Background: an optimization exercise with open tools, aiming at small area, a short achievable clock period and few clock cycles. Do not read the settings as production practice. The RTL was checked by simulation tests, not by an equivalence proof against the original design. No activity file was given, so power comes from the tool's default toggle rates.

==> flow/design.v <==
module gf_mul (
    input  wire [7:0] a,
    input  wire [7:0] b,
    output wire [7:0] r
);
    reg [14:0] p;
    reg [7:0]  q;
    integer i, j;
    always @(*) begin
        p = 15'd0;
        for (i = 0; i < 8; i = i + 1)
            for (j = 0; j < 8; j = j + 1)
                p[i+j] = p[i+j] ^ (a[i] & b[j]);
        for (i = 14; i >= 8; i = i - 1) begin
            p[i-4] = p[i-4] ^ p[i];
            p[i-5] = p[i-5] ^ p[i];
            p[i-6] = p[i-6] ^ p[i];
            p[i-8] = p[i-8] ^ p[i];
        end
        q = p[7:0];
    end
    assign r = q;
endmodule
module gf_exp5 (input wire [4:0] i, output reg [7:0] o);
    always @(*) begin
        case (i)
            5'd0: o = 8'h01;
            5'd1: o = 8'h02;
            5'd2: o = 8'h04;
            5'd3: o = 8'h08;
            5'd4: o = 8'h10;
            5'd5: o = 8'h20;
            5'd6: o = 8'h40;
            5'd7: o = 8'h80;
            5'd8: o = 8'h1d;
            5'd9: o = 8'h3a;
            5'd10: o = 8'h74;
            5'd11: o = 8'he8;
            5'd12: o = 8'hcd;
            5'd13: o = 8'h87;
            5'd14: o = 8'h13;
            5'd15: o = 8'h26;
            5'd16: o = 8'h4c;
            5'd17: o = 8'h98;
            5'd18: o = 8'h2d;
            5'd19: o = 8'h5a;
            5'd20: o = 8'hb4;
            5'd21: o = 8'h75;
            5'd22: o = 8'hea;
            5'd23: o = 8'hc9;
            5'd24: o = 8'h8f;
            5'd25: o = 8'h03;
            5'd26: o = 8'h06;
            5'd27: o = 8'h0c;
            5'd28: o = 8'h18;
            5'd29: o = 8'h30;
            5'd30: o = 8'h60;
            5'd31: o = 8'hc0;
            default: o = 8'h00;
        endcase
    end
endmodule
module gf_nexp5 (input wire [4:0] i, output reg [7:0] o);
    always @(*) begin
        case (i)
            5'd0: o = 8'h01;
            5'd1: o = 8'h8e;
            5'd2: o = 8'h47;
            5'd3: o = 8'had;
            5'd4: o = 8'hd8;
            5'd5: o = 8'h6c;
            5'd6: o = 8'h36;
            5'd7: o = 8'h1b;
            5'd8: o = 8'h83;
            5'd9: o = 8'hcf;
            5'd10: o = 8'he9;
            5'd11: o = 8'hfa;
            5'd12: o = 8'h7d;
            5'd13: o = 8'hb0;
            5'd14: o = 8'h58;
            5'd15: o = 8'h2c;
            5'd16: o = 8'h16;
            5'd17: o = 8'h0b;
            5'd18: o = 8'h8b;
            5'd19: o = 8'hcb;
            5'd20: o = 8'heb;
            5'd21: o = 8'hfb;
            5'd22: o = 8'hf3;
            5'd23: o = 8'hf7;
            5'd24: o = 8'hf5;
            5'd25: o = 8'hf4;
            5'd26: o = 8'h7a;
            5'd27: o = 8'h3d;
            5'd28: o = 8'h90;
            5'd29: o = 8'h48;
            5'd30: o = 8'h24;
            5'd31: o = 8'h12;
            default: o = 8'h00;
        endcase
    end
endmodule
module gf_tinv5 (input wire [4:0] i, output reg [7:0] o);
    always @(*) begin
        case (i)
            5'd0: o = 8'h00;
            5'd1: o = 8'hf4;
            5'd2: o = 8'ha7;
            5'd3: o = 8'h9d;
            5'd4: o = 8'h72;
            5'd5: o = 8'hed;
            5'd6: o = 8'h5f;
            5'd7: o = 8'h54;
            5'd8: o = 8'ha0;
            5'd9: o = 8'ha9;
            5'd10: o = 8'hfb;
            5'd11: o = 8'h74;
            5'd12: o = 8'h85;
            5'd13: o = 8'he4;
            5'd14: o = 8'hc0;
            5'd15: o = 8'h8a;
            5'd16: o = 8'h67;
            5'd17: o = 8'hdc;
            5'd18: o = 8'h26;
            5'd19: o = 8'h63;
            5'd20: o = 8'hf2;
            5'd21: o = 8'he9;
            5'd22: o = 8'hb4;
            5'd23: o = 8'hd2;
            5'd24: o = 8'h02;
            5'd25: o = 8'h8e;
            5'd26: o = 8'hba;
            5'd27: o = 8'haa;
            5'd28: o = 8'hde;
            5'd29: o = 8'h89;
            5'd30: o = 8'h57;
            5'd31: o = 8'h59;
            default: o = 8'h00;
        endcase
    end
endmodule
module par_core (
    input  wire         clk,
    input  wire         rst,
    input  wire         cmd_valid,
    output wire         cmd_ready,
    input  wire [7:0]   cmd_op,
    input  wire [7:0]   cmd_k,
    input  wire [7:0]   cmd_e1,
    input  wire [7:0]   cmd_e2,
    input  wire [15:0]  cmd_ncols,
    input  wire         in_valid,
    output wire         in_ready,
    input  wire [63:0] in_data,
    output wire         out_valid,
    input  wire         out_ready,
    output wire [63:0] out_data,
    output wire         done,
    output wire [1:0]   done_status,
    output wire [1:0]   done_result
);
    localparam W_A = 2'd0;    
    localparam W_B = 2'd1;    
    localparam W_C = 2'd2;    
    reg         pv;
    reg         crdy;
    reg [7:0]   p_op, p_k, p_e1, p_e2;
    reg [15:0]  p_nc;
    assign cmd_ready = crdy;
    always @(posedge clk) begin
        if (!pv) begin
            p_op <= cmd_op;
            p_k  <= cmd_k;
            p_e1 <= cmd_e1;
            p_e2 <= cmd_e2;
            p_nc <= cmd_ncols;
        end
    end
    wire [8:0] p_kp1 = {1'b0, p_k} + 9'd1;
    wire p_e_none = (p_e1 == 8'hff) && (p_e2 == 8'hff);
    wire p_e_ok   = (p_e1 != 8'hff) && (p_e1 != p_e2) &&
                    ({1'b0, p_e1} <= p_kp1) &&
                    ((p_e2 == 8'hff) || ({1'b0, p_e2} <= p_kp1));
    wire p_bad = (p_op > 8'd3) || (p_k == 8'd0) || (p_k > 8'd30) ||
                 (p_nc == 16'd0) || (p_nc > 16'd8192) ||
                 ((p_op == 8'd2) ? !p_e_ok : !p_e_none);
    wire [1:0] q_op  = p_op[1:0];
    wire [4:0] q_k   = p_k[4:0];
    wire       q_rec = (q_op == 2'd2);
    wire [4:0] q_e1  = p_e1[4:0];
    wire [4:0] q_e2  = p_e2[4:0];
    wire       q_e2n = (p_e2 == 8'hff);
    wire [4:0] q_kp1 = q_k + 5'd1;
    wire       q_d1  = q_rec && (q_e1 < q_k);
    wire       q_d2  = q_rec && !q_e2n && (q_e2 < q_k);
    wire       q_pe  = q_rec && ((q_e1 == q_k) || (!q_e2n && q_e2 == q_k));
    wire       q_qe  = q_rec && ((q_e1 == q_kp1) || (!q_e2n && q_e2 == q_kp1));
    wire [4:0] q_x   = (q_d1 && q_d2) ? ((q_e1 < q_e2) ? q_e1 : q_e2) : (q_d1 ? q_e1 : q_e2);
    wire [4:0] q_y   = (q_e1 < q_e2) ? q_e2 : q_e1;
    wire       q_xy  = q_d1 && q_d2;
    wire       q_x1  = q_d1 ^ q_d2;
    wire       q_xp  = q_x1 && q_pe;
    wire       q_xq  = q_x1 && q_qe;
    wire [1:0] q_npost = q_xy ? 2'd2 : (q_xp || q_xq) ? 2'd1 : 2'd0;
    wire [4:0] q_top = (q_op == 2'd0 || q_op == 2'd1) ? (q_k - 5'd1) : q_kp1;
    function q_rd;
        input [4:0] mm;
        begin
            q_rd = !q_rec || ((mm != q_e1) && (q_e2n || mm != q_e2));
        end
    endfunction
    wire [4:0] q_fm = q_rd(5'd0) ? 5'd0 : q_rd(5'd1) ? 5'd1 : 5'd2;
    wire [4:0] q_lm = q_rd(q_top) ? q_top : q_rd(q_top - 5'd1) ? (q_top - 5'd1) : (q_top - 5'd2);
    function q_map1;
        input [4:0] e;
        begin
            if (e == q_kp1)      q_map1 = 1'b1;               
            else if (e == q_k)   q_map1 = 1'b0;               
            else if (q_xp)       q_map1 = 1'b1;               
            else if (q_xy)       q_map1 = (e == q_y);         
            else                 q_map1 = 1'b0;
        end
    endfunction
    wire [1:0] q_nout = (q_op == 2'd0) ? 2'd2 : (q_op == 2'd1) ? 2'd1 :
                        (q_op == 2'd3) ? 2'd0 : (q_e2n ? 2'd1 : 2'd2);
    wire       q_sel  = q_rec && q_map1(q_e1);
    reg         a_valid;
    reg [1:0]   a_op;
    reg [4:0]   a_k, a_e1, a_e2;
    reg         a_e2n;
    reg [4:0]   a_fm, a_lm;
    reg [4:0]   a_x, a_y;
    reg         a_xq;
    reg [1:0]   a_npost;
    reg [1:0]   a_nout;
    reg         a_sel;
    reg [12:0]  cols_left;
    reg [4:0]   m;
    reg [7:0]   cA, cB;
    reg [2:0]   pst;
    reg         in_rdy;
    reg         r_busy;
    assign in_ready = in_rdy;
    wire fire = in_valid && in_rdy;
    function a_rd;
        input [4:0] mm;
        begin
            a_rd = (a_op != 2'd2) || ((mm != a_e1) && (a_e2n || mm != a_e2));
        end
    endfunction
    wire [4:0] m1 = m + 5'd1;
    wire [4:0] m2 = m + 5'd2;
    wire [4:0] m3 = m + 5'd3;
    wire [4:0] next_m = a_rd(m1) ? m1 : a_rd(m2) ? m2 : m3;
    wire colend   = (m == a_lm);
    wire lastcol  = (cols_left == 13'd0);
    wire lastword = colend && lastcol;
    wire [7:0] gm, gx, gnx, tinv;
    gf_exp5  u_gm  (.i(m),         .o(gm));
    gf_exp5  u_gx  (.i(a_x),       .o(gx));
    gf_nexp5 u_gnx (.i(a_x),       .o(gnx));
    gf_tinv5 u_ti  (.i(a_y - a_x), .o(tinv));
    wire pslot = (pst == 3'd2) || (pst == 3'd4);
    reg [2:0] pst_n;
    always @(*) begin
        case (pst)
        3'd0: pst_n = (fire && colend && a_npost != 2'd0) ? 3'd1 : 3'd0;
        3'd1: pst_n = 3'd2;
        3'd2: pst_n = (a_npost == 2'd2) ? 3'd3 : 3'd0;
        3'd3: pst_n = 3'd4;
        default: pst_n = 3'd0;
        endcase
    end
    wire r_release;
    wire a_free_nf = !a_valid && (pst_n == 3'd0);
    wire a_free_f  = lastword && (a_npost == 2'd0);
    wire a_free    = a_free_nf || (fire && a_free_f);
    wire load      = pv && !p_bad && a_free;
    wire r_busy_n  = (r_busy && !r_release) || (fire && colend);
    wire bad_take  = pv && p_bad && !a_valid && (pst == 3'd0) && !r_busy;
    wire take      = load || bad_take;
    wire        av_n  = load ? 1'b1 : (fire && lastword) ? 1'b0 : a_valid;
    wire [4:0]  m_n   = load ? q_fm : (fire ? (colend ? a_fm : next_m) : m);
    wire [4:0]  lm_n  = load ? q_lm : a_lm;
    wire        ce_n  = (m_n == lm_n);
    wire        in_rdy_n = av_n && !((pst_n == 3'd2) || (pst_n == 3'd4)) &&
                           !(ce_n && r_busy_n);
    always @(posedge clk) begin
        if (rst) begin
            pv      <= 1'b0;
            crdy    <= 1'b1;
            a_valid <= 1'b0;
            pst     <= 3'd0;
            in_rdy  <= 1'b0;
            r_busy  <= 1'b0;
        end else begin
            pv      <= pv ? !take : cmd_valid;
            crdy    <= pv ? take : !cmd_valid;
            a_valid <= av_n;
            pst     <= pst_n;
            in_rdy  <= in_rdy_n;
            r_busy  <= r_busy_n;
        end
        m <= m_n;
        if (load) begin
            a_op    <= q_op;
            a_k     <= q_k;
            a_e1    <= q_e1;
            a_e2    <= q_e2;
            a_e2n   <= q_e2n;
            a_fm    <= q_fm;
            a_lm    <= q_lm;
            a_x     <= q_x;
            a_y     <= q_y;
            a_xq    <= q_xq;
            a_npost <= q_npost;
            a_nout  <= q_nout;
            a_sel   <= q_sel;
            cols_left <= p_nc[12:0] - 13'd1;
        end else if (fire && colend) begin
            cols_left <= cols_left - 13'd1;
        end
        cA <= a_xq ? gx : gnx;
        cB <= tinv;
    end
    reg [63:0]  D;
    reg         dv, d_post;
    reg [1:0]   d_pw;
    reg [7:0]   d_c;
    reg         d_s0, d_first, d_last, d_lastcol, d_chk, d_sel;
    reg [1:0]   d_npost, d_nout;
    reg [63:0]  S0, S1, R0, R1;
    wire is_data = (m < a_k);
    wire is_p    = (m == a_k);
    always @(posedge clk) begin
        if (rst) begin
            dv     <= 1'b0;
            d_post <= 1'b0;
        end else begin
            dv     <= fire;
            d_post <= pslot;
        end
        D <= pslot ? ((pst == 3'd2 && a_xq) ? R0 : R1) : in_data;
        d_pw    <= (pst == 3'd4) ? W_A : a_xq ? W_B : (a_npost == 2'd2) ? W_C : W_A;
        d_c     <= pslot ? ((pst == 3'd2) ? cA : cB) :
                   is_data ? gm : is_p ? 8'h00 : 8'h01;
        d_s0    <= is_data || is_p;
        d_first <= (m == a_fm);
        d_last  <= colend;
        d_lastcol <= lastcol;
        d_chk   <= (a_op == 2'd3);
        d_sel   <= a_sel;
        d_npost <= a_npost;
        d_nout  <= a_nout;
    end
    wire [63:0] M;
    genvar j;
    generate
        for (j = 0; j < 8; j = j + 1) begin : g_lane
            gf_mul u_mul (.a(d_c), .b(D[8*j +: 8]), .r(M[8*j +: 8]));
        end
    endgenerate
    wire [63:0] S0n = (d_first ? 64'd0 : S0) ^ (d_s0 ? D : 64'd0);
    wire [63:0] S1n = (d_first ? 64'd0 : S1) ^ M;
    always @(posedge clk) begin
        if (dv) begin
            S0 <= S0n;
            S1 <= S1n;
        end
        if (dv && d_last) begin
            R0 <= S0n;
            R1 <= S1n;
        end else if (d_post) begin
            case (d_pw)
            W_A: begin R1 <= M; R0 <= R0 ^ M; end
            W_B: R1 <= R1 ^ M;
            default: R1 <= R0 ^ M;
            endcase
        end
    end
    reg         r_loaded;
    reg [1:0]   r_npost, r_nout;
    reg         r_sel, r_chk, r_lastcol;
    reg         ov;
    reg [1:0]   mism;
    reg         done_r;
    reg [1:0]   dst_r, dres_r;
    wire ofire = ov && out_ready;
    wire chk_now = r_loaded && r_chk;
    assign r_release = (ofire && r_nout == 2'd1) || chk_now;
    wire [1:0] mism_n = mism | {(|R1), (|R0)};
    wire        rl_n = (dv && d_last) ? 1'b1 : r_release ? 1'b0 : r_loaded;
    wire [1:0]  rp_n = (dv && d_last) ? d_npost : d_post ? (r_npost - 2'd1) : r_npost;
    wire [1:0]  rn_n = (dv && d_last) ? d_nout : ofire ? (r_nout - 2'd1) : r_nout;
    wire        rc_n = (dv && d_last) ? d_chk : r_chk;
    always @(posedge clk) begin
        if (rst) begin
            r_loaded <= 1'b0;
            ov       <= 1'b0;
            mism     <= 2'b00;
            done_r   <= 1'b0;
        end else begin
            r_loaded <= rl_n;
            ov       <= rl_n && !rc_n && (rp_n == 2'd0) && (rn_n != 2'd0);
            done_r   <= (r_release && r_lastcol) || bad_take;
            if (chk_now)
                mism <= r_lastcol ? 2'b00 : mism_n;
        end
        r_npost <= rp_n;
        r_nout  <= rn_n;
        r_chk   <= rc_n;
        if (dv && d_last) begin
            r_sel     <= d_sel;
            r_lastcol <= d_lastcol;
        end else if (ofire) begin
            r_sel     <= !r_sel;
        end
        if (bad_take) begin
            dst_r  <= 2'd2;
            dres_r <= 2'b00;
        end else if (chk_now) begin
            dst_r  <= (mism_n != 2'b00) ? 2'd1 : 2'd0;
            dres_r <= mism_n;
        end else begin
            dst_r  <= 2'd0;
            dres_r <= 2'b00;
        end
    end
    assign out_valid   = ov;
    assign out_data    = r_sel ? R1 : R0;
    assign done        = done_r;
    assign done_status = dst_r;
    assign done_result = dres_r;
endmodule
==> flow/run.sh <==
#!/bin/bash
# synth_recipe.tcl (not shown) runs the flow's synth.tcl, then flattens the netlist and writes it again
# the make line also repeats each setting of config.mk as NAME=value (left out here)
make -C /OpenROAD-flow-scripts/flow DESIGN_CONFIG=/design/flow/config.mk WORK_HOME=/design/flow/orfs CLKGATE_MAP_FILE= SYNTH_SCRIPT=/design/flow/synth_recipe.tcl finish
==> flow/config.mk <==
export PLATFORM = sky130hd
export DESIGN_NAME = par_core
export DESIGN_NICKNAME = par_core
export VERILOG_FILES = /design/flow/design.v
export SDC_FILE = /design/flow/constraint.sdc
export NUM_CORES = 4
export LEC_CHECK = 0
export CAP_MARGIN = 20
export CORE_MARGIN = 2
export CORE_UTILIZATION = 30
export PLACE_DENSITY = 0.5
export SLEW_MARGIN = 20
==> flow/constraint.sdc <==
create_clock -name core_clock -period 10.0 [get_ports {clk}]
set_input_delay 2.0000 -clock core_clock [delete_from_list [all_inputs] [get_ports {clk}]]
set_output_delay 2.0000 -clock core_clock [all_outputs]
set_load 0.01 [all_outputs]
==> flow_summary.json <==
{
  "status": "complete, no violations",
  "pin_count": 189,
  "synth_area_um2": 35600,
  "root_buffer": "clkbuf_16",
  "layout_commonest_cell": "nand2_1",
  "worstMarginPinSlew_ns": 1.16,
  "fp.dieH_um": 349,
  "die_area_um2": 121000,
  "num_vias": 27400,
  "slew_violations": 0,
  "hold_viol": 0,
  "grt_pass1_vias": 26900,
  "rr_worst_depth": 16,
  "final_util": 0.348,
  "dominantRegCellSynth": "edfxtp_1",
  "htree_levels": 3,
  "async_reset_ff_frac": 0,
  "pre_cts_ws_ns": 3.89,
  "synth_edf_count": 355,
  "dpl.cell_count": 5332,
  "clk_pin_slew_ns": 0.06,
  "grt_max_degree": 77,
  "core-area_um2": 118000,
  "post-dp-hpwl_um": 73600,
  "critPathKind": "reg2reg",
  "final_cells": 5459,
  "synth_top_area_frac": 0.299,
  "critical_path.top_delay_family": "compound AO/OA/AOI/OAI gates",
  "final_area_um2": 41100,
  "drtIter0Drc": 1978,
  "critical_path.max_stage_delay_ns": 0.76,
  "syn-num-nets": 4014,
  "ant_nets": 0,
  "place_area_um2": 38700,
  "path_max_fanout": 24,
  "cts_tree": "done",
  "wirelength_um": 113000,
  "rsz0062_at_grt": "false",
  "path_cells": "inv_1 > ha_1 > inv_1 > ha_1 > nand2_1 > o21ai_0 > a31oi_1 > a211oi_1 > o2111ai_1 > o211a_1 > buf_4 > mux2i_1 > inv_1 > ha_1 > o221a_2 > o211a_1",
  "clkLatencyLatePin_ns": 0.64,
  "maxCapViolCount": 0,
  "ys_ff_latch": 513,
  "power.leakage_nw": 13.9,
  "drive_gt1_frac": 0.0767,
  "antenna_found_initial": 3,
  "power_density_nw_per_um2": 141,
  "grt.total_usage": 0.183,
  "period_share": 0.560,
  "grt_pass1_wl_um": 173000,
  "wl_per_cell_um": 20.7,
  "grt_overflow": 0,
  "postCtsSetupBuffers": 0,
  "peakVddDrop_uv": 129,
  "worstSetupStartpointType": "flip-flop",
  "crit_cells": 16,
  "critPathCaptureType": "flip-flop",
  "fp.dieW_um": 349,
  "via_per_inst": 5.01,
  "layout_setup_ws_ns": 4.40,
  "initial_core_util": 0.302,
  "crit_required_ns": 10.51,
  "fin_setup_tns_ns": 0,
  "nets": 4054,
  "arrival_ns": 6.11,
  "cts_resized": 0,
  "io_buffers": 188,
  "fin_crit_ns": 5.60,
  "syn2layout_area_growth_pct": 15.3,
  "cts_buffers": 70,
  "antenna_cells": 0,
  "setup_viol": 0,
  "ys_seq_area_frac": 0.388,
  "numClockSinks": 513,
  "clock.fmax_mhz": 179,
  "min_path_cells": 0,
  "avgSynthCellArea_um2": 9.30,
  "slowest_stage": "mux2i_1",
  "gp_congestion": 0.849,
  "num_rows": 126,
  "cts_buffer_depth": 3,
  "final_cell_mix": "nand2_1, xnor2_1, edfxtp_1",
  "max-slew-margin-rel": 0.227,
  "drc": 0,
  "dr.pass1.iters": 6,
  "yosysWarningCount": 5,
  "holdBufCountCts": 0,
  "worst-path-buf-inv": 4,
  "skew_ns": 0.0394,
  "hp-class": "reg2reg",
  "synth_cells": 3828,
  "yosys.cell_types.count": 98,
  "synthTopCellsByArea": "edfxtp_1, xnor2_1, dfxtp_1, nand2_1, xor2_1",
  "synth.largest_area_cell": "edfxtp_1"
}
==> through the flow <==
stage	power [W]	hold slack [ns]
after global placement	0.00325	0.324
final	0.00580	0.342
after detailed placement	0.00325	0.331
after floorplan	0.00305	0.323
after global routing	0.00602	0.346
after CTS	0.00586	0.345
==> synthesized netlist by cell type (85+ instances only) <==
cell type,count
nand2_1,835
xnor2_1,704
edfxtp_1,355
xor2_1,206
dfxtp_1,158
clkbuf_1,154
mux2i_1,123
nor2_1,109
nor2b_1,99
mux2_2,98
a21oi_1,94
a22oi_1,85
==> layer usage <==
| metal | GRT usage | share of wire | up-vias |
|---|---|---|---|
| li1 | - | - | 13100 |
| met4 | 0.0503 | 0.024 | 0 |
| met2 | 0.292 | 0.45 | 784 |
| met3 | 0.0230 | 0.054 | 149 |
| met5 | 0 | 0 | - |
| met1 | 0.260 | 0.47 | 13300 |
==> cells by family after synthesis <==
| logic type | after synthesis | share of synthesized area |
|---|---|---|
| flops | 513 | 0.388 |
| mux | 227 | 0.0682 |
| fa+ha+maj | 70 | 0.0247 |
| compound gates | 456 | 0.0873 |
| buf+inv | 316 | 0.0356 |
| simple gates | 1329 | 0.168 |
| xor+xnor | 917 | 0.228 |
==> area by class of cell <==
type / instances / area [µm²]
flip-flops and latches: 513 / 13800
multi-input cells: 2999 / 20600
well taps: 1536 / 1920
inverters: 54 / 206
fillers: 12000 / 76800
clock inverters: 33 / 389
clock buffers: 94 / 1940
repair buffers: 230 / 2200
==> power by group <==
| group | switching (W) | leakage (nW) | internal, W | total [W] |
|---|---|---|---|---|
| clock network | 0.00103 | 1.15 | 0.00156 | 0.00258 |
| registers | 0.0000776 | 4.58 | 0.00236 | 0.00243 |
| logic | 0.000400 | 8.20 | 0.000379 | 0.000779 |
| total | 0.00150 | 13.9 | 0.00429 | 0.00580 |
==> state kept, by name (all words and copies together), names as in the netlist, 8 cells and up <==
| register | count |
|---|---|
| gx | 8 |
| S0 | 64 |
| gm | 8 |
| p_k | 8 |
| cB | 8 |
| p_e1 | 8 |
| D | 64 |
| cols_left | 13 |
| p_op | 8 |
| R0 | 64 |
| cA | 8 |
| d_c | 8 |
| p_nc | 16 |
| S1 | 64 |
| p_e2 | 8 |
| R1 | 64 |
| gnx | 8 |
==> path summary, 6_finish.rpt <==
kind	start	to	slack, ns
hold reg to reg	a_sel$_DFFE_PN_	d_sel$_DFF_P_	0.34
setup reg to reg	p_k[0]$_DFFE_PN_	gm[6]$_DFF_P_	4.40
setup / recovery	p_k[0]$_DFFE_PN_	gm[6]$_DFF_P_	4.40
hold / removal	a_sel$_DFFE_PN_	d_sel$_DFF_P_	0.34
Testbench counts, summed over its fixed seeds: cycles 116,977.

## port drivers added, routing unchanged
The flow's constraints put no driver on any port. The routed layout listed below was extracted and timed again, unchanged, in two steps. Step 1 assumes that a clkbuf_16 drives the clock port and a buf_2 every other input. Step 2 also shifts input and output timing later by t, the mid clock arrival at the registers, as if the neighbouring blocks saw the same clock. Three values: no drivers, after step 1, after step 2; two values: the first two.
shift t [ns]: 0.699
setup WS [ns]: 4.399 / 4.399 / 3.823
pins driven straight from the clock port: 1
After both steps setup and hold are still met in this run. The setup slack of this run moves by 0.000 ns with the drivers and by -0.576 ns with both steps.
